Context: an optimization exercise on an open-source flow, tuned for small area. The choices shown serve that exercise and are no tape-out recipe.
In this exercise RTL edits were held to simulation tests only and were not proved equivalent to the original.

--- design.v ---
module sk7_sine_rom (
    input  wire [9:0]        idx,
    output reg  signed [11:0] val
);
    always @* begin
        case (idx)
            10'd0: val = 12'sd0;
            10'd1: val = 12'sd13;
            10'd2: val = 12'sd25;
            10'd3: val = 12'sd38;
            10'd4: val = 12'sd50;
            10'd5: val = 12'sd63;
            10'd6: val = 12'sd75;
            10'd7: val = 12'sd88;
            10'd8: val = 12'sd100;
            10'd9: val = 12'sd113;
            10'd10: val = 12'sd126;
            10'd11: val = 12'sd138;
            10'd12: val = 12'sd151;
            10'd13: val = 12'sd163;
            10'd14: val = 12'sd176;
            10'd15: val = 12'sd188;
            10'd16: val = 12'sd201;
            10'd17: val = 12'sd213;
            10'd18: val = 12'sd226;
            10'd19: val = 12'sd238;
            10'd20: val = 12'sd251;
            10'd21: val = 12'sd263;
            10'd22: val = 12'sd275;
            10'd23: val = 12'sd288;
            10'd24: val = 12'sd300;
            10'd25: val = 12'sd313;
            10'd26: val = 12'sd325;
            10'd27: val = 12'sd338;
            10'd28: val = 12'sd350;
            10'd29: val = 12'sd362;
            10'd30: val = 12'sd375;
            10'd31: val = 12'sd387;
            10'd32: val = 12'sd399;
            10'd33: val = 12'sd412;
            10'd34: val = 12'sd424;
            10'd35: val = 12'sd436;
            10'd36: val = 12'sd449;
            10'd37: val = 12'sd461;
            10'd38: val = 12'sd473;
            10'd39: val = 12'sd485;
            10'd40: val = 12'sd497;
            10'd41: val = 12'sd510;
            10'd42: val = 12'sd522;
            10'd43: val = 12'sd534;
            10'd44: val = 12'sd546;
            10'd45: val = 12'sd558;
            10'd46: val = 12'sd570;
            10'd47: val = 12'sd582;
            10'd48: val = 12'sd594;
            10'd49: val = 12'sd606;
            10'd50: val = 12'sd618;
            10'd51: val = 12'sd630;
            10'd52: val = 12'sd642;
            10'd53: val = 12'sd654;
            10'd54: val = 12'sd666;
            10'd55: val = 12'sd678;
            10'd56: val = 12'sd690;
            10'd57: val = 12'sd701;
            10'd58: val = 12'sd713;
            10'd59: val = 12'sd725;
            10'd60: val = 12'sd737;
            10'd61: val = 12'sd748;
            10'd62: val = 12'sd760;
            10'd63: val = 12'sd772;
            10'd64: val = 12'sd783;
            10'd65: val = 12'sd795;
            10'd66: val = 12'sd807;
            10'd67: val = 12'sd818;
            10'd68: val = 12'sd830;
            10'd69: val = 12'sd841;
            10'd70: val = 12'sd852;
            10'd71: val = 12'sd864;
            10'd72: val = 12'sd875;
            10'd73: val = 12'sd887;
            10'd74: val = 12'sd898;
            10'd75: val = 12'sd909;
            10'd76: val = 12'sd920;
            10'd77: val = 12'sd932;
            10'd78: val = 12'sd943;
            10'd79: val = 12'sd954;
            10'd80: val = 12'sd965;
            10'd81: val = 12'sd976;
            10'd82: val = 12'sd987;
            10'd83: val = 12'sd998;
            10'd84: val = 12'sd1009;
            10'd85: val = 12'sd1020;
            10'd86: val = 12'sd1031;
            10'd87: val = 12'sd1042;
            10'd88: val = 12'sd1052;
            10'd89: val = 12'sd1063;
            10'd90: val = 12'sd1074;
            10'd91: val = 12'sd1085;
            10'd92: val = 12'sd1095;
            10'd93: val = 12'sd1106;
            10'd94: val = 12'sd1116;
            10'd95: val = 12'sd1127;
            10'd96: val = 12'sd1137;
            10'd97: val = 12'sd1148;
            10'd98: val = 12'sd1158;
            10'd99: val = 12'sd1168;
            10'd100: val = 12'sd1179;
            10'd101: val = 12'sd1189;
            10'd102: val = 12'sd1199;
            10'd103: val = 12'sd1209;
            10'd104: val = 12'sd1219;
            10'd105: val = 12'sd1229;
            10'd106: val = 12'sd1239;
            10'd107: val = 12'sd1249;
            10'd108: val = 12'sd1259;
            10'd109: val = 12'sd1269;
            10'd110: val = 12'sd1279;
            10'd111: val = 12'sd1289;
            10'd112: val = 12'sd1299;
            10'd113: val = 12'sd1308;
            10'd114: val = 12'sd1318;
            10'd115: val = 12'sd1328;
            10'd116: val = 12'sd1337;
            10'd117: val = 12'sd1347;
            10'd118: val = 12'sd1356;
            10'd119: val = 12'sd1365;
            10'd120: val = 12'sd1375;
            10'd121: val = 12'sd1384;
            10'd122: val = 12'sd1393;
            10'd123: val = 12'sd1402;
            10'd124: val = 12'sd1411;
            10'd125: val = 12'sd1421;
            10'd126: val = 12'sd1430;
            10'd127: val = 12'sd1439;
            10'd128: val = 12'sd1447;
            10'd129: val = 12'sd1456;
            10'd130: val = 12'sd1465;
            10'd131: val = 12'sd1474;
            10'd132: val = 12'sd1483;
            10'd133: val = 12'sd1491;
            10'd134: val = 12'sd1500;
            10'd135: val = 12'sd1508;
            10'd136: val = 12'sd1517;
            10'd137: val = 12'sd1525;
            10'd138: val = 12'sd1533;
            10'd139: val = 12'sd1542;
            10'd140: val = 12'sd1550;
            10'd141: val = 12'sd1558;
            10'd142: val = 12'sd1566;
            10'd143: val = 12'sd1574;
            10'd144: val = 12'sd1582;
            10'd145: val = 12'sd1590;
            10'd146: val = 12'sd1598;
            10'd147: val = 12'sd1606;
            10'd148: val = 12'sd1614;
            10'd149: val = 12'sd1621;
            10'd150: val = 12'sd1629;
            10'd151: val = 12'sd1637;
            10'd152: val = 12'sd1644;
            10'd153: val = 12'sd1652;
            10'd154: val = 12'sd1659;
            10'd155: val = 12'sd1666;
            10'd156: val = 12'sd1674;
            10'd157: val = 12'sd1681;
            10'd158: val = 12'sd1688;
            10'd159: val = 12'sd1695;
            10'd160: val = 12'sd1702;
            10'd161: val = 12'sd1709;
            10'd162: val = 12'sd1716;
            10'd163: val = 12'sd1723;
            10'd164: val = 12'sd1729;
            10'd165: val = 12'sd1736;
            10'd166: val = 12'sd1743;
            10'd167: val = 12'sd1749;
            10'd168: val = 12'sd1756;
            10'd169: val = 12'sd1762;
            10'd170: val = 12'sd1769;
            10'd171: val = 12'sd1775;
            10'd172: val = 12'sd1781;
            10'd173: val = 12'sd1787;
            10'd174: val = 12'sd1793;
            10'd175: val = 12'sd1799;
            10'd176: val = 12'sd1805;
            10'd177: val = 12'sd1811;
            10'd178: val = 12'sd1817;
            10'd179: val = 12'sd1823;
            10'd180: val = 12'sd1828;
            10'd181: val = 12'sd1834;
            10'd182: val = 12'sd1840;
            10'd183: val = 12'sd1845;
            10'd184: val = 12'sd1850;
            10'd185: val = 12'sd1856;
            10'd186: val = 12'sd1861;
            10'd187: val = 12'sd1866;
            10'd188: val = 12'sd1871;
            10'd189: val = 12'sd1876;
            10'd190: val = 12'sd1881;
            10'd191: val = 12'sd1886;
            10'd192: val = 12'sd1891;
            10'd193: val = 12'sd1896;
            10'd194: val = 12'sd1901;
            10'd195: val = 12'sd1905;
            10'd196: val = 12'sd1910;
            10'd197: val = 12'sd1914;
            10'd198: val = 12'sd1919;
            10'd199: val = 12'sd1923;
            10'd200: val = 12'sd1927;
            10'd201: val = 12'sd1932;
            10'd202: val = 12'sd1936;
            10'd203: val = 12'sd1940;
            10'd204: val = 12'sd1944;
            10'd205: val = 12'sd1948;
            10'd206: val = 12'sd1951;
            10'd207: val = 12'sd1955;
            10'd208: val = 12'sd1959;
            10'd209: val = 12'sd1962;
            10'd210: val = 12'sd1966;
            10'd211: val = 12'sd1969;
            10'd212: val = 12'sd1973;
            10'd213: val = 12'sd1976;
            10'd214: val = 12'sd1979;
            10'd215: val = 12'sd1983;
            10'd216: val = 12'sd1986;
            10'd217: val = 12'sd1989;
            10'd218: val = 12'sd1992;
            10'd219: val = 12'sd1994;
            10'd220: val = 12'sd1997;
            10'd221: val = 12'sd2000;
            10'd222: val = 12'sd2003;
            10'd223: val = 12'sd2005;
            10'd224: val = 12'sd2008;
            10'd225: val = 12'sd2010;
            10'd226: val = 12'sd2012;
            10'd227: val = 12'sd2015;
            10'd228: val = 12'sd2017;
            10'd229: val = 12'sd2019;
            10'd230: val = 12'sd2021;
            10'd231: val = 12'sd2023;
            10'd232: val = 12'sd2025;
            10'd233: val = 12'sd2027;
            10'd234: val = 12'sd2028;
            10'd235: val = 12'sd2030;
            10'd236: val = 12'sd2032;
            10'd237: val = 12'sd2033;
            10'd238: val = 12'sd2035;
            10'd239: val = 12'sd2036;
            10'd240: val = 12'sd2037;
            10'd241: val = 12'sd2038;
            10'd242: val = 12'sd2039;
            10'd243: val = 12'sd2040;
            10'd244: val = 12'sd2041;
            10'd245: val = 12'sd2042;
            10'd246: val = 12'sd2043;
            10'd247: val = 12'sd2044;
            10'd248: val = 12'sd2045;
            10'd249: val = 12'sd2045;
            10'd250: val = 12'sd2046;
            10'd251: val = 12'sd2046;
            10'd252: val = 12'sd2046;
            10'd253: val = 12'sd2047;
            10'd254: val = 12'sd2047;
            10'd255: val = 12'sd2047;
            10'd256: val = 12'sd2047;
            10'd257: val = 12'sd2047;
            10'd258: val = 12'sd2047;
            10'd259: val = 12'sd2047;
            10'd260: val = 12'sd2046;
            10'd261: val = 12'sd2046;
            10'd262: val = 12'sd2046;
            10'd263: val = 12'sd2045;
            10'd264: val = 12'sd2045;
            10'd265: val = 12'sd2044;
            10'd266: val = 12'sd2043;
            10'd267: val = 12'sd2042;
            10'd268: val = 12'sd2041;
            10'd269: val = 12'sd2040;
            10'd270: val = 12'sd2039;
            10'd271: val = 12'sd2038;
            10'd272: val = 12'sd2037;
            10'd273: val = 12'sd2036;
            10'd274: val = 12'sd2035;
            10'd275: val = 12'sd2033;
            10'd276: val = 12'sd2032;
            10'd277: val = 12'sd2030;
            10'd278: val = 12'sd2028;
            10'd279: val = 12'sd2027;
            10'd280: val = 12'sd2025;
            10'd281: val = 12'sd2023;
            10'd282: val = 12'sd2021;
            10'd283: val = 12'sd2019;
            10'd284: val = 12'sd2017;
            10'd285: val = 12'sd2015;
            10'd286: val = 12'sd2012;
            10'd287: val = 12'sd2010;
            10'd288: val = 12'sd2008;
            10'd289: val = 12'sd2005;
            10'd290: val = 12'sd2003;
            10'd291: val = 12'sd2000;
            10'd292: val = 12'sd1997;
            10'd293: val = 12'sd1994;
            10'd294: val = 12'sd1992;
            10'd295: val = 12'sd1989;
            10'd296: val = 12'sd1986;
            10'd297: val = 12'sd1983;
            10'd298: val = 12'sd1979;
            10'd299: val = 12'sd1976;
            10'd300: val = 12'sd1973;
            10'd301: val = 12'sd1969;
            10'd302: val = 12'sd1966;
            10'd303: val = 12'sd1962;
            10'd304: val = 12'sd1959;
            10'd305: val = 12'sd1955;
            10'd306: val = 12'sd1951;
            10'd307: val = 12'sd1948;
            10'd308: val = 12'sd1944;
            10'd309: val = 12'sd1940;
            10'd310: val = 12'sd1936;
            10'd311: val = 12'sd1932;
            10'd312: val = 12'sd1927;
            10'd313: val = 12'sd1923;
            10'd314: val = 12'sd1919;
            10'd315: val = 12'sd1914;
            10'd316: val = 12'sd1910;
            10'd317: val = 12'sd1905;
            10'd318: val = 12'sd1901;
            10'd319: val = 12'sd1896;
            10'd320: val = 12'sd1891;
            10'd321: val = 12'sd1886;
            10'd322: val = 12'sd1881;
            10'd323: val = 12'sd1876;
            10'd324: val = 12'sd1871;
            10'd325: val = 12'sd1866;
            10'd326: val = 12'sd1861;
            10'd327: val = 12'sd1856;
            10'd328: val = 12'sd1850;
            10'd329: val = 12'sd1845;
            10'd330: val = 12'sd1840;
            10'd331: val = 12'sd1834;
            10'd332: val = 12'sd1828;
            10'd333: val = 12'sd1823;
            10'd334: val = 12'sd1817;
            10'd335: val = 12'sd1811;
            10'd336: val = 12'sd1805;
            10'd337: val = 12'sd1799;
            10'd338: val = 12'sd1793;
            10'd339: val = 12'sd1787;
            10'd340: val = 12'sd1781;
            10'd341: val = 12'sd1775;
            10'd342: val = 12'sd1769;
            10'd343: val = 12'sd1762;
            10'd344: val = 12'sd1756;
            10'd345: val = 12'sd1749;
            10'd346: val = 12'sd1743;
            10'd347: val = 12'sd1736;
            10'd348: val = 12'sd1729;
            10'd349: val = 12'sd1723;
            10'd350: val = 12'sd1716;
            10'd351: val = 12'sd1709;
            10'd352: val = 12'sd1702;
            10'd353: val = 12'sd1695;
            10'd354: val = 12'sd1688;
            10'd355: val = 12'sd1681;
            10'd356: val = 12'sd1674;
            10'd357: val = 12'sd1666;
            10'd358: val = 12'sd1659;
            10'd359: val = 12'sd1652;
            10'd360: val = 12'sd1644;
            10'd361: val = 12'sd1637;
            10'd362: val = 12'sd1629;
            10'd363: val = 12'sd1621;
            10'd364: val = 12'sd1614;
            10'd365: val = 12'sd1606;
            10'd366: val = 12'sd1598;
            10'd367: val = 12'sd1590;
            10'd368: val = 12'sd1582;
            10'd369: val = 12'sd1574;
            10'd370: val = 12'sd1566;
            10'd371: val = 12'sd1558;
            10'd372: val = 12'sd1550;
            10'd373: val = 12'sd1542;
            10'd374: val = 12'sd1533;
            10'd375: val = 12'sd1525;
            10'd376: val = 12'sd1517;
            10'd377: val = 12'sd1508;
            10'd378: val = 12'sd1500;
            10'd379: val = 12'sd1491;
            10'd380: val = 12'sd1483;
            10'd381: val = 12'sd1474;
            10'd382: val = 12'sd1465;
            10'd383: val = 12'sd1456;
            10'd384: val = 12'sd1447;
            10'd385: val = 12'sd1439;
            10'd386: val = 12'sd1430;
            10'd387: val = 12'sd1421;
            10'd388: val = 12'sd1411;
            10'd389: val = 12'sd1402;
            10'd390: val = 12'sd1393;
            10'd391: val = 12'sd1384;
            10'd392: val = 12'sd1375;
            10'd393: val = 12'sd1365;
            10'd394: val = 12'sd1356;
            10'd395: val = 12'sd1347;
            10'd396: val = 12'sd1337;
            10'd397: val = 12'sd1328;
            10'd398: val = 12'sd1318;
            10'd399: val = 12'sd1308;
            10'd400: val = 12'sd1299;
            10'd401: val = 12'sd1289;
            10'd402: val = 12'sd1279;
            10'd403: val = 12'sd1269;
            10'd404: val = 12'sd1259;
            10'd405: val = 12'sd1249;
            10'd406: val = 12'sd1239;
            10'd407: val = 12'sd1229;
            10'd408: val = 12'sd1219;
            10'd409: val = 12'sd1209;
            10'd410: val = 12'sd1199;
            10'd411: val = 12'sd1189;
            10'd412: val = 12'sd1179;
            10'd413: val = 12'sd1168;
            10'd414: val = 12'sd1158;
            10'd415: val = 12'sd1148;
            10'd416: val = 12'sd1137;
            10'd417: val = 12'sd1127;
            10'd418: val = 12'sd1116;
            10'd419: val = 12'sd1106;
            10'd420: val = 12'sd1095;
            10'd421: val = 12'sd1085;
            10'd422: val = 12'sd1074;
            10'd423: val = 12'sd1063;
            10'd424: val = 12'sd1052;
            10'd425: val = 12'sd1042;
            10'd426: val = 12'sd1031;
            10'd427: val = 12'sd1020;
            10'd428: val = 12'sd1009;
            10'd429: val = 12'sd998;
            10'd430: val = 12'sd987;
            10'd431: val = 12'sd976;
            10'd432: val = 12'sd965;
            10'd433: val = 12'sd954;
            10'd434: val = 12'sd943;
            10'd435: val = 12'sd932;
            10'd436: val = 12'sd920;
            10'd437: val = 12'sd909;
            10'd438: val = 12'sd898;
            10'd439: val = 12'sd887;
            10'd440: val = 12'sd875;
            10'd441: val = 12'sd864;
            10'd442: val = 12'sd852;
            10'd443: val = 12'sd841;
            10'd444: val = 12'sd830;
            10'd445: val = 12'sd818;
            10'd446: val = 12'sd807;
            10'd447: val = 12'sd795;
            10'd448: val = 12'sd783;
            10'd449: val = 12'sd772;
            10'd450: val = 12'sd760;
            10'd451: val = 12'sd748;
            10'd452: val = 12'sd737;
            10'd453: val = 12'sd725;
            10'd454: val = 12'sd713;
            10'd455: val = 12'sd701;
            10'd456: val = 12'sd690;
            10'd457: val = 12'sd678;
            10'd458: val = 12'sd666;
            10'd459: val = 12'sd654;
            10'd460: val = 12'sd642;
            10'd461: val = 12'sd630;
            10'd462: val = 12'sd618;
            10'd463: val = 12'sd606;
            10'd464: val = 12'sd594;
            10'd465: val = 12'sd582;
            10'd466: val = 12'sd570;
            10'd467: val = 12'sd558;
            10'd468: val = 12'sd546;
            10'd469: val = 12'sd534;
            10'd470: val = 12'sd522;
            10'd471: val = 12'sd510;
            10'd472: val = 12'sd497;
            10'd473: val = 12'sd485;
            10'd474: val = 12'sd473;
            10'd475: val = 12'sd461;
            10'd476: val = 12'sd449;
            10'd477: val = 12'sd436;
            10'd478: val = 12'sd424;
            10'd479: val = 12'sd412;
            10'd480: val = 12'sd399;
            10'd481: val = 12'sd387;
            10'd482: val = 12'sd375;
            10'd483: val = 12'sd362;
            10'd484: val = 12'sd350;
            10'd485: val = 12'sd338;
            10'd486: val = 12'sd325;
            10'd487: val = 12'sd313;
            10'd488: val = 12'sd300;
            10'd489: val = 12'sd288;
            10'd490: val = 12'sd275;
            10'd491: val = 12'sd263;
            10'd492: val = 12'sd251;
            10'd493: val = 12'sd238;
            10'd494: val = 12'sd226;
            10'd495: val = 12'sd213;
            10'd496: val = 12'sd201;
            10'd497: val = 12'sd188;
            10'd498: val = 12'sd176;
            10'd499: val = 12'sd163;
            10'd500: val = 12'sd151;
            10'd501: val = 12'sd138;
            10'd502: val = 12'sd126;
            10'd503: val = 12'sd113;
            10'd504: val = 12'sd100;
            10'd505: val = 12'sd88;
            10'd506: val = 12'sd75;
            10'd507: val = 12'sd63;
            10'd508: val = 12'sd50;
            10'd509: val = 12'sd38;
            10'd510: val = 12'sd25;
            10'd511: val = 12'sd13;
            10'd512: val = 12'sd0;
            10'd513: val = -12'sd13;
            10'd514: val = -12'sd25;
            10'd515: val = -12'sd38;
            10'd516: val = -12'sd50;
            10'd517: val = -12'sd63;
            10'd518: val = -12'sd75;
            10'd519: val = -12'sd88;
            10'd520: val = -12'sd100;
            10'd521: val = -12'sd113;
            10'd522: val = -12'sd126;
            10'd523: val = -12'sd138;
            10'd524: val = -12'sd151;
            10'd525: val = -12'sd163;
            10'd526: val = -12'sd176;
            10'd527: val = -12'sd188;
            10'd528: val = -12'sd201;
            10'd529: val = -12'sd213;
            10'd530: val = -12'sd226;
            10'd531: val = -12'sd238;
            10'd532: val = -12'sd251;
            10'd533: val = -12'sd263;
            10'd534: val = -12'sd275;
            10'd535: val = -12'sd288;
            10'd536: val = -12'sd300;
            10'd537: val = -12'sd313;
            10'd538: val = -12'sd325;
            10'd539: val = -12'sd338;
            10'd540: val = -12'sd350;
            10'd541: val = -12'sd362;
            10'd542: val = -12'sd375;
            10'd543: val = -12'sd387;
            10'd544: val = -12'sd399;
            10'd545: val = -12'sd412;
            10'd546: val = -12'sd424;
            10'd547: val = -12'sd436;
            10'd548: val = -12'sd449;
            10'd549: val = -12'sd461;
            10'd550: val = -12'sd473;
            10'd551: val = -12'sd485;
            10'd552: val = -12'sd497;
            10'd553: val = -12'sd510;
            10'd554: val = -12'sd522;
            10'd555: val = -12'sd534;
            10'd556: val = -12'sd546;
            10'd557: val = -12'sd558;
            10'd558: val = -12'sd570;
            10'd559: val = -12'sd582;
            10'd560: val = -12'sd594;
            10'd561: val = -12'sd606;
            10'd562: val = -12'sd618;
            10'd563: val = -12'sd630;
            10'd564: val = -12'sd642;
            10'd565: val = -12'sd654;
            10'd566: val = -12'sd666;
            10'd567: val = -12'sd678;
            10'd568: val = -12'sd690;
            10'd569: val = -12'sd701;
            10'd570: val = -12'sd713;
            10'd571: val = -12'sd725;
            10'd572: val = -12'sd737;
            10'd573: val = -12'sd748;
            10'd574: val = -12'sd760;
            10'd575: val = -12'sd772;
            10'd576: val = -12'sd783;
            10'd577: val = -12'sd795;
            10'd578: val = -12'sd807;
            10'd579: val = -12'sd818;
            10'd580: val = -12'sd830;
            10'd581: val = -12'sd841;
            10'd582: val = -12'sd852;
            10'd583: val = -12'sd864;
            10'd584: val = -12'sd875;
            10'd585: val = -12'sd887;
            10'd586: val = -12'sd898;
            10'd587: val = -12'sd909;
            10'd588: val = -12'sd920;
            10'd589: val = -12'sd932;
            10'd590: val = -12'sd943;
            10'd591: val = -12'sd954;
            10'd592: val = -12'sd965;
            10'd593: val = -12'sd976;
            10'd594: val = -12'sd987;
            10'd595: val = -12'sd998;
            10'd596: val = -12'sd1009;
            10'd597: val = -12'sd1020;
            10'd598: val = -12'sd1031;
            10'd599: val = -12'sd1042;
            10'd600: val = -12'sd1052;
            10'd601: val = -12'sd1063;
            10'd602: val = -12'sd1074;
            10'd603: val = -12'sd1085;
            10'd604: val = -12'sd1095;
            10'd605: val = -12'sd1106;
            10'd606: val = -12'sd1116;
            10'd607: val = -12'sd1127;
            10'd608: val = -12'sd1137;
            10'd609: val = -12'sd1148;
            10'd610: val = -12'sd1158;
            10'd611: val = -12'sd1168;
            10'd612: val = -12'sd1179;
            10'd613: val = -12'sd1189;
            10'd614: val = -12'sd1199;
            10'd615: val = -12'sd1209;
            10'd616: val = -12'sd1219;
            10'd617: val = -12'sd1229;
            10'd618: val = -12'sd1239;
            10'd619: val = -12'sd1249;
            10'd620: val = -12'sd1259;
            10'd621: val = -12'sd1269;
            10'd622: val = -12'sd1279;
            10'd623: val = -12'sd1289;
            10'd624: val = -12'sd1299;
            10'd625: val = -12'sd1308;
            10'd626: val = -12'sd1318;
            10'd627: val = -12'sd1328;
            10'd628: val = -12'sd1337;
            10'd629: val = -12'sd1347;
            10'd630: val = -12'sd1356;
            10'd631: val = -12'sd1365;
            10'd632: val = -12'sd1375;
            10'd633: val = -12'sd1384;
            10'd634: val = -12'sd1393;
            10'd635: val = -12'sd1402;
            10'd636: val = -12'sd1411;
            10'd637: val = -12'sd1421;
            10'd638: val = -12'sd1430;
            10'd639: val = -12'sd1439;
            10'd640: val = -12'sd1447;
            10'd641: val = -12'sd1456;
            10'd642: val = -12'sd1465;
            10'd643: val = -12'sd1474;
            10'd644: val = -12'sd1483;
            10'd645: val = -12'sd1491;
            10'd646: val = -12'sd1500;
            10'd647: val = -12'sd1508;
            10'd648: val = -12'sd1517;
            10'd649: val = -12'sd1525;
            10'd650: val = -12'sd1533;
            10'd651: val = -12'sd1542;
            10'd652: val = -12'sd1550;
            10'd653: val = -12'sd1558;
            10'd654: val = -12'sd1566;
            10'd655: val = -12'sd1574;
            10'd656: val = -12'sd1582;
            10'd657: val = -12'sd1590;
            10'd658: val = -12'sd1598;
            10'd659: val = -12'sd1606;
            10'd660: val = -12'sd1614;
            10'd661: val = -12'sd1621;
            10'd662: val = -12'sd1629;
            10'd663: val = -12'sd1637;
            10'd664: val = -12'sd1644;
            10'd665: val = -12'sd1652;
            10'd666: val = -12'sd1659;
            10'd667: val = -12'sd1666;
            10'd668: val = -12'sd1674;
            10'd669: val = -12'sd1681;
            10'd670: val = -12'sd1688;
            10'd671: val = -12'sd1695;
            10'd672: val = -12'sd1702;
            10'd673: val = -12'sd1709;
            10'd674: val = -12'sd1716;
            10'd675: val = -12'sd1723;
            10'd676: val = -12'sd1729;
            10'd677: val = -12'sd1736;
            10'd678: val = -12'sd1743;
            10'd679: val = -12'sd1749;
            10'd680: val = -12'sd1756;
            10'd681: val = -12'sd1762;
            10'd682: val = -12'sd1769;
            10'd683: val = -12'sd1775;
            10'd684: val = -12'sd1781;
            10'd685: val = -12'sd1787;
            10'd686: val = -12'sd1793;
            10'd687: val = -12'sd1799;
            10'd688: val = -12'sd1805;
            10'd689: val = -12'sd1811;
            10'd690: val = -12'sd1817;
            10'd691: val = -12'sd1823;
            10'd692: val = -12'sd1828;
            10'd693: val = -12'sd1834;
            10'd694: val = -12'sd1840;
            10'd695: val = -12'sd1845;
            10'd696: val = -12'sd1850;
            10'd697: val = -12'sd1856;
            10'd698: val = -12'sd1861;
            10'd699: val = -12'sd1866;
            10'd700: val = -12'sd1871;
            10'd701: val = -12'sd1876;
            10'd702: val = -12'sd1881;
            10'd703: val = -12'sd1886;
            10'd704: val = -12'sd1891;
            10'd705: val = -12'sd1896;
            10'd706: val = -12'sd1901;
            10'd707: val = -12'sd1905;
            10'd708: val = -12'sd1910;
            10'd709: val = -12'sd1914;
            10'd710: val = -12'sd1919;
            10'd711: val = -12'sd1923;
            10'd712: val = -12'sd1927;
            10'd713: val = -12'sd1932;
            10'd714: val = -12'sd1936;
            10'd715: val = -12'sd1940;
            10'd716: val = -12'sd1944;
            10'd717: val = -12'sd1948;
            10'd718: val = -12'sd1951;
            10'd719: val = -12'sd1955;
            10'd720: val = -12'sd1959;
            10'd721: val = -12'sd1962;
            10'd722: val = -12'sd1966;
            10'd723: val = -12'sd1969;
            10'd724: val = -12'sd1973;
            10'd725: val = -12'sd1976;
            10'd726: val = -12'sd1979;
            10'd727: val = -12'sd1983;
            10'd728: val = -12'sd1986;
            10'd729: val = -12'sd1989;
            10'd730: val = -12'sd1992;
            10'd731: val = -12'sd1994;
            10'd732: val = -12'sd1997;
            10'd733: val = -12'sd2000;
            10'd734: val = -12'sd2003;
            10'd735: val = -12'sd2005;
            10'd736: val = -12'sd2008;
            10'd737: val = -12'sd2010;
            10'd738: val = -12'sd2012;
            10'd739: val = -12'sd2015;
            10'd740: val = -12'sd2017;
            10'd741: val = -12'sd2019;
            10'd742: val = -12'sd2021;
            10'd743: val = -12'sd2023;
            10'd744: val = -12'sd2025;
            10'd745: val = -12'sd2027;
            10'd746: val = -12'sd2028;
            10'd747: val = -12'sd2030;
            10'd748: val = -12'sd2032;
            10'd749: val = -12'sd2033;
            10'd750: val = -12'sd2035;
            10'd751: val = -12'sd2036;
            10'd752: val = -12'sd2037;
            10'd753: val = -12'sd2038;
            10'd754: val = -12'sd2039;
            10'd755: val = -12'sd2040;
            10'd756: val = -12'sd2041;
            10'd757: val = -12'sd2042;
            10'd758: val = -12'sd2043;
            10'd759: val = -12'sd2044;
            10'd760: val = -12'sd2045;
            10'd761: val = -12'sd2045;
            10'd762: val = -12'sd2046;
            10'd763: val = -12'sd2046;
            10'd764: val = -12'sd2046;
            10'd765: val = -12'sd2047;
            10'd766: val = -12'sd2047;
            10'd767: val = -12'sd2047;
            10'd768: val = -12'sd2047;
            10'd769: val = -12'sd2047;
            10'd770: val = -12'sd2047;
            10'd771: val = -12'sd2047;
            10'd772: val = -12'sd2046;
            10'd773: val = -12'sd2046;
            10'd774: val = -12'sd2046;
            10'd775: val = -12'sd2045;
            10'd776: val = -12'sd2045;
            10'd777: val = -12'sd2044;
            10'd778: val = -12'sd2043;
            10'd779: val = -12'sd2042;
            10'd780: val = -12'sd2041;
            10'd781: val = -12'sd2040;
            10'd782: val = -12'sd2039;
            10'd783: val = -12'sd2038;
            10'd784: val = -12'sd2037;
            10'd785: val = -12'sd2036;
            10'd786: val = -12'sd2035;
            10'd787: val = -12'sd2033;
            10'd788: val = -12'sd2032;
            10'd789: val = -12'sd2030;
            10'd790: val = -12'sd2028;
            10'd791: val = -12'sd2027;
            10'd792: val = -12'sd2025;
            10'd793: val = -12'sd2023;
            10'd794: val = -12'sd2021;
            10'd795: val = -12'sd2019;
            10'd796: val = -12'sd2017;
            10'd797: val = -12'sd2015;
            10'd798: val = -12'sd2012;
            10'd799: val = -12'sd2010;
            10'd800: val = -12'sd2008;
            10'd801: val = -12'sd2005;
            10'd802: val = -12'sd2003;
            10'd803: val = -12'sd2000;
            10'd804: val = -12'sd1997;
            10'd805: val = -12'sd1994;
            10'd806: val = -12'sd1992;
            10'd807: val = -12'sd1989;
            10'd808: val = -12'sd1986;
            10'd809: val = -12'sd1983;
            10'd810: val = -12'sd1979;
            10'd811: val = -12'sd1976;
            10'd812: val = -12'sd1973;
            10'd813: val = -12'sd1969;
            10'd814: val = -12'sd1966;
            10'd815: val = -12'sd1962;
            10'd816: val = -12'sd1959;
            10'd817: val = -12'sd1955;
            10'd818: val = -12'sd1951;
            10'd819: val = -12'sd1948;
            10'd820: val = -12'sd1944;
            10'd821: val = -12'sd1940;
            10'd822: val = -12'sd1936;
            10'd823: val = -12'sd1932;
            10'd824: val = -12'sd1927;
            10'd825: val = -12'sd1923;
            10'd826: val = -12'sd1919;
            10'd827: val = -12'sd1914;
            10'd828: val = -12'sd1910;
            10'd829: val = -12'sd1905;
            10'd830: val = -12'sd1901;
            10'd831: val = -12'sd1896;
            10'd832: val = -12'sd1891;
            10'd833: val = -12'sd1886;
            10'd834: val = -12'sd1881;
            10'd835: val = -12'sd1876;
            10'd836: val = -12'sd1871;
            10'd837: val = -12'sd1866;
            10'd838: val = -12'sd1861;
            10'd839: val = -12'sd1856;
            10'd840: val = -12'sd1850;
            10'd841: val = -12'sd1845;
            10'd842: val = -12'sd1840;
            10'd843: val = -12'sd1834;
            10'd844: val = -12'sd1828;
            10'd845: val = -12'sd1823;
            10'd846: val = -12'sd1817;
            10'd847: val = -12'sd1811;
            10'd848: val = -12'sd1805;
            10'd849: val = -12'sd1799;
            10'd850: val = -12'sd1793;
            10'd851: val = -12'sd1787;
            10'd852: val = -12'sd1781;
            10'd853: val = -12'sd1775;
            10'd854: val = -12'sd1769;
            10'd855: val = -12'sd1762;
            10'd856: val = -12'sd1756;
            10'd857: val = -12'sd1749;
            10'd858: val = -12'sd1743;
            10'd859: val = -12'sd1736;
            10'd860: val = -12'sd1729;
            10'd861: val = -12'sd1723;
            10'd862: val = -12'sd1716;
            10'd863: val = -12'sd1709;
            10'd864: val = -12'sd1702;
            10'd865: val = -12'sd1695;
            10'd866: val = -12'sd1688;
            10'd867: val = -12'sd1681;
            10'd868: val = -12'sd1674;
            10'd869: val = -12'sd1666;
            10'd870: val = -12'sd1659;
            10'd871: val = -12'sd1652;
            10'd872: val = -12'sd1644;
            10'd873: val = -12'sd1637;
            10'd874: val = -12'sd1629;
            10'd875: val = -12'sd1621;
            10'd876: val = -12'sd1614;
            10'd877: val = -12'sd1606;
            10'd878: val = -12'sd1598;
            10'd879: val = -12'sd1590;
            10'd880: val = -12'sd1582;
            10'd881: val = -12'sd1574;
            10'd882: val = -12'sd1566;
            10'd883: val = -12'sd1558;
            10'd884: val = -12'sd1550;
            10'd885: val = -12'sd1542;
            10'd886: val = -12'sd1533;
            10'd887: val = -12'sd1525;
            10'd888: val = -12'sd1517;
            10'd889: val = -12'sd1508;
            10'd890: val = -12'sd1500;
            10'd891: val = -12'sd1491;
            10'd892: val = -12'sd1483;
            10'd893: val = -12'sd1474;
            10'd894: val = -12'sd1465;
            10'd895: val = -12'sd1456;
            10'd896: val = -12'sd1447;
            10'd897: val = -12'sd1439;
            10'd898: val = -12'sd1430;
            10'd899: val = -12'sd1421;
            10'd900: val = -12'sd1411;
            10'd901: val = -12'sd1402;
            10'd902: val = -12'sd1393;
            10'd903: val = -12'sd1384;
            10'd904: val = -12'sd1375;
            10'd905: val = -12'sd1365;
            10'd906: val = -12'sd1356;
            10'd907: val = -12'sd1347;
            10'd908: val = -12'sd1337;
            10'd909: val = -12'sd1328;
            10'd910: val = -12'sd1318;
            10'd911: val = -12'sd1308;
            10'd912: val = -12'sd1299;
            10'd913: val = -12'sd1289;
            10'd914: val = -12'sd1279;
            10'd915: val = -12'sd1269;
            10'd916: val = -12'sd1259;
            10'd917: val = -12'sd1249;
            10'd918: val = -12'sd1239;
            10'd919: val = -12'sd1229;
            10'd920: val = -12'sd1219;
            10'd921: val = -12'sd1209;
            10'd922: val = -12'sd1199;
            10'd923: val = -12'sd1189;
            10'd924: val = -12'sd1179;
            10'd925: val = -12'sd1168;
            10'd926: val = -12'sd1158;
            10'd927: val = -12'sd1148;
            10'd928: val = -12'sd1137;
            10'd929: val = -12'sd1127;
            10'd930: val = -12'sd1116;
            10'd931: val = -12'sd1106;
            10'd932: val = -12'sd1095;
            10'd933: val = -12'sd1085;
            10'd934: val = -12'sd1074;
            10'd935: val = -12'sd1063;
            10'd936: val = -12'sd1052;
            10'd937: val = -12'sd1042;
            10'd938: val = -12'sd1031;
            10'd939: val = -12'sd1020;
            10'd940: val = -12'sd1009;
            10'd941: val = -12'sd998;
            10'd942: val = -12'sd987;
            10'd943: val = -12'sd976;
            10'd944: val = -12'sd965;
            10'd945: val = -12'sd954;
            10'd946: val = -12'sd943;
            10'd947: val = -12'sd932;
            10'd948: val = -12'sd920;
            10'd949: val = -12'sd909;
            10'd950: val = -12'sd898;
            10'd951: val = -12'sd887;
            10'd952: val = -12'sd875;
            10'd953: val = -12'sd864;
            10'd954: val = -12'sd852;
            10'd955: val = -12'sd841;
            10'd956: val = -12'sd830;
            10'd957: val = -12'sd818;
            10'd958: val = -12'sd807;
            10'd959: val = -12'sd795;
            10'd960: val = -12'sd783;
            10'd961: val = -12'sd772;
            10'd962: val = -12'sd760;
            10'd963: val = -12'sd748;
            10'd964: val = -12'sd737;
            10'd965: val = -12'sd725;
            10'd966: val = -12'sd713;
            10'd967: val = -12'sd701;
            10'd968: val = -12'sd690;
            10'd969: val = -12'sd678;
            10'd970: val = -12'sd666;
            10'd971: val = -12'sd654;
            10'd972: val = -12'sd642;
            10'd973: val = -12'sd630;
            10'd974: val = -12'sd618;
            10'd975: val = -12'sd606;
            10'd976: val = -12'sd594;
            10'd977: val = -12'sd582;
            10'd978: val = -12'sd570;
            10'd979: val = -12'sd558;
            10'd980: val = -12'sd546;
            10'd981: val = -12'sd534;
            10'd982: val = -12'sd522;
            10'd983: val = -12'sd510;
            10'd984: val = -12'sd497;
            10'd985: val = -12'sd485;
            10'd986: val = -12'sd473;
            10'd987: val = -12'sd461;
            10'd988: val = -12'sd449;
            10'd989: val = -12'sd436;
            10'd990: val = -12'sd424;
            10'd991: val = -12'sd412;
            10'd992: val = -12'sd399;
            10'd993: val = -12'sd387;
            10'd994: val = -12'sd375;
            10'd995: val = -12'sd362;
            10'd996: val = -12'sd350;
            10'd997: val = -12'sd338;
            10'd998: val = -12'sd325;
            10'd999: val = -12'sd313;
            10'd1000: val = -12'sd300;
            10'd1001: val = -12'sd288;
            10'd1002: val = -12'sd275;
            10'd1003: val = -12'sd263;
            10'd1004: val = -12'sd251;
            10'd1005: val = -12'sd238;
            10'd1006: val = -12'sd226;
            10'd1007: val = -12'sd213;
            10'd1008: val = -12'sd201;
            10'd1009: val = -12'sd188;
            10'd1010: val = -12'sd176;
            10'd1011: val = -12'sd163;
            10'd1012: val = -12'sd151;
            10'd1013: val = -12'sd138;
            10'd1014: val = -12'sd126;
            10'd1015: val = -12'sd113;
            10'd1016: val = -12'sd100;
            10'd1017: val = -12'sd88;
            10'd1018: val = -12'sd75;
            10'd1019: val = -12'sd63;
            10'd1020: val = -12'sd50;
            10'd1021: val = -12'sd38;
            10'd1022: val = -12'sd25;
            10'd1023: val = -12'sd13;
            default: val = 12'sd0;
        endcase
    end
endmodule
module sk7_mstep (
    input  wire               clk,
    input  wire               rst,         
    input  wire               tick,        
    input  wire signed [31:0] x,           
    input  wire        [15:0] speed,       
    input  wire               vneg,        
    input  wire               at_rest,     
    input  wire               dir,         
    input  wire        [9:0]  e_off,       
    input  wire signed [15:0] lead,        
    input  wire        [2:0]  band_max,    
    input  wire        [11:0] amp,         
    input  wire        [15:0] vbus,        
    output reg                out_valid,
    output reg         [9:0]  addr,        
    output reg         [2:0]  band,        
    output reg  signed [11:0] ent_a,       
    output reg  signed [11:0] ent_b,       
    output reg  signed [16:0] volt_a,      
    output reg  signed [16:0] volt_b       
);
    localparam [15:0] ENTER1 = 16'd600,  ENTER2 = 16'd1500, ENTER3 = 16'd3000, ENTER4 = 16'd5000;
    localparam [15:0] RET1   = 16'd540,  RET2   = 16'd1350, RET3   = 16'd2700, RET4   = 16'd4500;
    localparam [39:0] VDIV  = 40'd8382465;    
    localparam [39:0] VHALF = 40'd4191232;    
    reg  [9:0] e_prev;
    reg        have_prev;
    reg  [2:0] band_q;
    wire [9:0] x_lo   = x[9:0];
    wire [9:0] sx     = dir ? (10'd0 - x_lo) : x_lo;
    wire [9:0] e_exact = e_off + sx + lead[9:0];
    wire       adir_neg = vneg ^ dir;
    wire [9:0] delta     = e_exact - e_prev;
    wire [9:0] delta_neg = e_prev - e_exact;
    wire [7:0] behind    = e_exact[7:0] - 8'd128;    
    wire [7:0] ahead     = 8'd128 - e_exact[7:0];    
    reg crossing;
    always @* begin
        if (!have_prev)
            crossing = 1'b0;
        else if (delta == 10'd0)
            crossing = (e_exact[7:0] == 8'd128);
        else if (!delta[9])
            crossing = ({2'b00, behind} < delta);
        else
            crossing = ({2'b00, ahead} < delta_neg);
    end
    wire [2:0] bmax = (band_max > 3'd4) ? 3'd4 : band_max;
    reg [2:0] up_band;
    always @* begin
        if      (bmax >= 3'd4 && speed >= ENTER4) up_band = 3'd4;
        else if (bmax >= 3'd3 && speed >= ENTER3) up_band = 3'd3;
        else if (bmax >= 3'd2 && speed >= ENTER2) up_band = 3'd2;
        else if (bmax >= 3'd1 && speed >= ENTER1) up_band = 3'd1;
        else                                      up_band = 3'd0;
    end
    reg [2:0] down_band;
    always @* begin
        if      (band_q >= 3'd4 && speed >= RET4) down_band = 3'd4;
        else if (band_q >= 3'd3 && speed >= RET3) down_band = 3'd3;
        else if (band_q >= 3'd2 && speed >= RET2) down_band = 3'd2;
        else if (band_q >= 3'd1 && speed >= RET1) down_band = 3'd1;
        else                                      down_band = 3'd0;
    end
    wire [2:0] want_raw = (up_band > band_q) ? up_band : down_band;
    wire [2:0] want     = (want_raw > bmax) ? bmax : want_raw;
    wire [2:0] band_new = at_rest  ? 3'd0 :
                          crossing ? want : band_q;
    reg [9:0] gmask;    
    always @* begin
        case (band_new)
            3'd0:    gmask = 10'd0;
            3'd1:    gmask = 10'd3;
            3'd2:    gmask = 10'd15;
            3'd3:    gmask = 10'd63;
            default: gmask = 10'd255;
        endcase
    end
    wire [9:0] e_rel  = e_exact - 10'd128;
    wire [9:0] r_back = e_rel & gmask;                     
    wire [9:0] r_fwd  = (10'd0 - e_rel) & gmask;           
    wire [9:0] q      = adir_neg ? (e_exact + r_fwd) : (e_exact - r_back);
    wire signed [11:0] sin_a, sin_b;
    sk7_sine_rom rom_a (.idx(q),           .val(sin_a));
    sk7_sine_rom rom_b (.idx(q + 10'd256), .val(sin_b));
    wire [10:0] mag_a = sin_a[11] ? (11'd0 - sin_a[10:0]) : sin_a[10:0];
    wire [10:0] mag_b = sin_b[11] ? (11'd0 - sin_b[10:0]) : sin_b[10:0];
    wire [27:0] va_amp = vbus * amp;
    wire [39:0] prod_a = va_amp * mag_a;
    wire [39:0] prod_b = va_amp * mag_b;
    wire [39:0] quot_a = (prod_a + VHALF) / VDIV;
    wire [39:0] quot_b = (prod_b + VHALF) / VDIV;
    wire signed [16:0] v_a = sin_a[11] ? -$signed({1'b0, quot_a[15:0]}) : $signed({1'b0, quot_a[15:0]});
    wire signed [16:0] v_b = sin_b[11] ? -$signed({1'b0, quot_b[15:0]}) : $signed({1'b0, quot_b[15:0]});
    always @(posedge clk) begin
        if (rst) begin
            out_valid <= 1'b0;
            have_prev <= 1'b0;
            band_q    <= 3'd0;
            e_prev    <= 10'd0;
            addr      <= 10'd0;
            band      <= 3'd0;
            ent_a     <= 12'sd0;
            ent_b     <= 12'sd0;
            volt_a    <= 17'sd0;
            volt_b    <= 17'sd0;
        end else begin
            out_valid <= tick;
            if (tick) begin
                e_prev    <= e_exact;
                have_prev <= 1'b1;
                band_q    <= band_new;
                addr      <= q;
                band      <= band_new;
                ent_a     <= sin_a;
                ent_b     <= sin_b;
                volt_a    <= v_a;
                volt_b    <= v_b;
            end
        end
    end
endmodule
--- run.sh ---
#!/bin/bash
# synth_recipe.tcl (not shown) runs the flow's synth.tcl, then flattens the netlist and writes it again
# the make line also repeats each setting of config.mk as NAME=value (left out here)
make -C /OpenROAD-flow-scripts/flow DESIGN_CONFIG=/design/flow/config.mk WORK_HOME=/design/flow/orfs CLKGATE_MAP_FILE= SYNTH_SCRIPT=/design/flow/synth_recipe.tcl finish
--- config.mk ---
export PLATFORM = sky130hd
export DESIGN_NAME = sk7_mstep
export DESIGN_NICKNAME = sk7_mstep
export VERILOG_FILES = /design/flow/design.v
export SDC_FILE = /design/flow/constraint.sdc
export NUM_CORES = 4
export LEC_CHECK = 0
export CAP_MARGIN = 20
export CORE_MARGIN = 2
export CORE_UTILIZATION = 40
export SLEW_MARGIN = 20
export SYNTH_MEMORY_MAX_BITS = 32768
--- constraint.sdc ---
create_clock -name core_clock -period 60.0 [get_ports {clk}]
set_input_delay 12.0000 -clock core_clock [delete_from_list [all_inputs] [get_ports {clk}]]
set_output_delay 12.0000 -clock core_clock [all_outputs]
set_load 0.01 [all_outputs]
==> impl_results.md <==
- Die X: 411.3 um
- Die footprint: roughly 0.17 mm2
- Setup crit end kind: register
- Rel. slew slack: 22.05%
- Gr busiest metal: met2
- Drt pass-1 iters: 6
- Startpoint Class: input port
- First-pass GRT wire length: 379.5 mm
- CP required: 60.29 ns
- Fin cells: 11290
- DP Cell Count: 11270
- RSZ-0062 raised after global routing: false
- R2R cell count: 137
- Port Buffers: 153
- Syn Area/Cell: 7.268 um2
- Post-synth EDFFs: 0
- NumNets Final: around 10000
- CTS clock-pin slew for the worst setup and hold paths: 0.07 ns
- H-tree Lvls: 3
- Crit path max fanout: 29
- Initial antenna violation count: 6
- Clock latency on the worst-skew pair: 0.42 ns
- Clk sinks: 83
- F_max: around 17 MHz
- Register bit count reported by yosys: 83
- Status: timing/DRC/antenna clean
- Top_reg_cell synth: dfxtp_1
- Crit path kind: in2reg
- Hold slack: 0.4509 ns
- MaxCap Viol Count: 0
- GR Layer Usage met3: 2.875%
- Final setup violation count: 0
- Post-route setup slack: 2.745 ns
- Vias per inst: 6.125
- Worst min path class: reg2reg
- Post-CTS Setup Inserts: 0
- Vias: 69140
- Critical Path Start: x[0]
- Met2 usage: 45.78%
- Clock Skew: 0.01655 ns
- Grt ovf: 0
- Vias in the first global route: 67300
- Fin area: 0.07141 mm2
- Final period utilization: a little over nine tenths
- CTS Buffer Depth: 2
- Post-route DRC: 0
- Largest net degree at the start of global routing: 166
- Min-delay src: volt_b[9]
- Gr usage total: around 28%
- Root Buffer: clkbuf_16
- Slowest cell on crit path: o31ai_2
- Layout Utilization: 43.33%
- Core Area: 0.1648 mm2
- Die height: approximately 410 um
- Gate Count Post-Synth: 9130
- Standard-cell row count: between 100 and 150
- I/O Pins: 183
- Post-placement cell area: 0.07104 mm2
- Arrival time at the worst endpoint: 57.54 ns
- Area grow syn2layout: 7.622%
- Hold depth: 2
- Worst R2R Start: e_prev[0]
- Post-DP HPWL: 187.7 mm
- CP peak stage delay: between 0.8 and 0.9 ns
- Fin. Hold Viols: 0
- Crit path time final: 57.26 ns
- Layout cells sized above 1: ~8.8%
- Remaining antenna violation count: 0
- Num CTS Buffers: 9
- Final wirelength: 238.2 mm
- DR WL/cell: 21.10 um
- Synth warn: 2
- FFs w/ async S/R, synth: 0%
- Netlist Area Pre-Place: 0.06635 mm2
- Post-route setup TNS: 0 ns
- CTS tree: done
- Sequential-to-total area share from yosys stat: 2.504%
- Iteration-0 DRC count of the detailed router: 6643
- GRT met1 Usage: 36.93%
- Slew Viols, Final: 0
- Fillers: 17080
- Starting density of the core: 40.26%
- Yosys cell types: 185
- Place WS: about 2.6 ns
- Least-Margin Pin Slew: 1.155 ns
- GPL Wtd Cong: roughly 1
- Mapped Nets: 10220
[cell usage after synthesis (all sizes together) (46+ instances only)]
| cell type | count | area [um2] |
|---|---|---|
| nor2 | 774 | 2920 |
| a21o | 83 | 636.8 |
| o21a | 63 | 490.5 |
| buf | 130 | 785.7 |
| o311ai | 49 | 459.2 |
| a311oi | 46 | 432.9 |
| nor4 | 100 | 794.5 |
| a211oi | 155 | 1294 |
| inv | 810 | 3040 |
| or3 | 79 | 510.5 |
| nand3 | 254 | 1304 |
| nor2b | 116 | 728.2 |
| or2 | 76 | 478.0 |
| o31ai | 61 | 549.3 |
| nand2 | 1209 | 4558 |
| o211ai | 126 | 1012 |
| nor3 | 238 | 1298 |
| and3 | 100 | 639.4 |
| xor2 | 185 | 1688 |
| o22ai | 53 | 350.3 |
| a21oi | 539 | 2799 |
| a31oi | 139 | 1010 |
| o21ai | 500 | 2570 |
| ha | 356 | 4454 |
| nand4 | 90 | 590.6 |
| nand2b | 122 | 763.2 |
| xnor2 | 412 | 3725 |
| and2 | 255 | 1609 |
| fa | 624 | 12490 |
| clkbuf | 335 | 1302 |
| mux2i | 112 | 1151 |
| dfxtp | 83 | 1662 |
[repair_timing]
| item | in CTS | in global routing |
|---|---|---|
| setup endpoints to repair | 0 | 17 |
| hold buffers | 0 | 0 |
| gates resized for setup | 0 | 8 |
[placed cells by master, fill, tap and decap left out, types with 75 or more instances in the layout]
cell type and n:
nand2_1 1205, inv_1 806, nor2_1 766, fa_1 624, a21oi_1 517, o21ai_0 408
xnor2_1 357, ha_1 355, buf_4 263, nand3_1 249, and2_1 238, nor3_1 218
xor2_1 166, clkdlybuf4s50_1 151, a211oi_1 138, a31oi_1 125, nand2b_1 122, o211ai_1 118
nor2b_1 115, mux2i_1 102, and3_1 95, nand4_1 87, dfxtp_1 83, nor4_1 80
a21o_1 77, or3_1 75
[cells by family after synthesis]
family / count (synthesis) / synth area share (%)
AOI/OAI and AO/OA: 2411 / 26.13
xor gates and xnor gates: 599 / 8.225
adders and majority gates: 1000 / 25.84
buffers and inverters: 1279 / 7.767
DFF: 83 / 2.504
muxes: 156 / 2.578
and+or+nand+nor: 3602 / 26.96
[per-layer routing]
metal / routed length (um) / vias to the layer above
met5: 0 / -
met4: 9109 / 0
met3: 15870 / 430
met2: 109800 / 2654
met1: 103300 / 33870
li1: - / 32180
[final cells by class]
cell class / instances / area [um2] / share of cell area [%]
Multi-Input combinational cell: 7768 / 60100 / 84.16
Timing Repair Buffer: 417 / 3546 / 4.965
Inverter: 812 / 3050 / 4.272
Tap cell: 2189 / 2739 / 3.835
Sequential cell: 83 / 1662 / 2.327
Clock buffer: 11 / 242.7 / 0.3399
Clock inverter: 5 / 67.56 / 0.09461
Antenna cell: 2 / 5.005 / 0.007008
[state kept, by name, summed over array words and instances, names as in the netlist, 3 cells and up]
name and flops:
addr 10, band 3, e_prev 10, ent_a 12, ent_b 12, volt_a 17, volt_b 17
[critical path, delay by kind of cell]
kind,cells,cell delay (ns)
and+or+nand+nor,40,10.51
muxes,6,2.41
xor gates and xnor gates,10,2.92
adders and majority gates,16,6.58
buffers and inverters,15,3.70
AOI/OAI and AO/OA,59,19.28
[final timing paths]
path,slack (ns),endpoint
worst max register to register,16.60,volt_b[14]
worst max-delay path,2.74,volt_b[14]
worst min-delay path,0.45,volt_b[9]
worst min register to register,0.45,volt_b[9]

==> afterwards: timing with drivers on the ports <==
Ports are ideal in the flow. The routed layout listed here was re-timed in OpenROAD.
Step 1: set_driving_cell puts a clkbuf_16 on clk and a buf_2 on each other input, an assumption about the parent block.
Step 2, shift: input delay + t, output delay - t, t = (earliest + latest rising clock arrival at the registers) / 2. This alone moves slack from input paths to output paths.
Three values: ideal, step 1, step 2; two values: the first two.
t, ns: 0.494
slack for setup (ns): 2.745 / 2.802 / 2.308
worst setup path after step 2: input to register
After both steps setup and hold are still met in this run. The setup slack of this run moves by +0.057 ns with the drivers and by -0.437 ns with both steps.
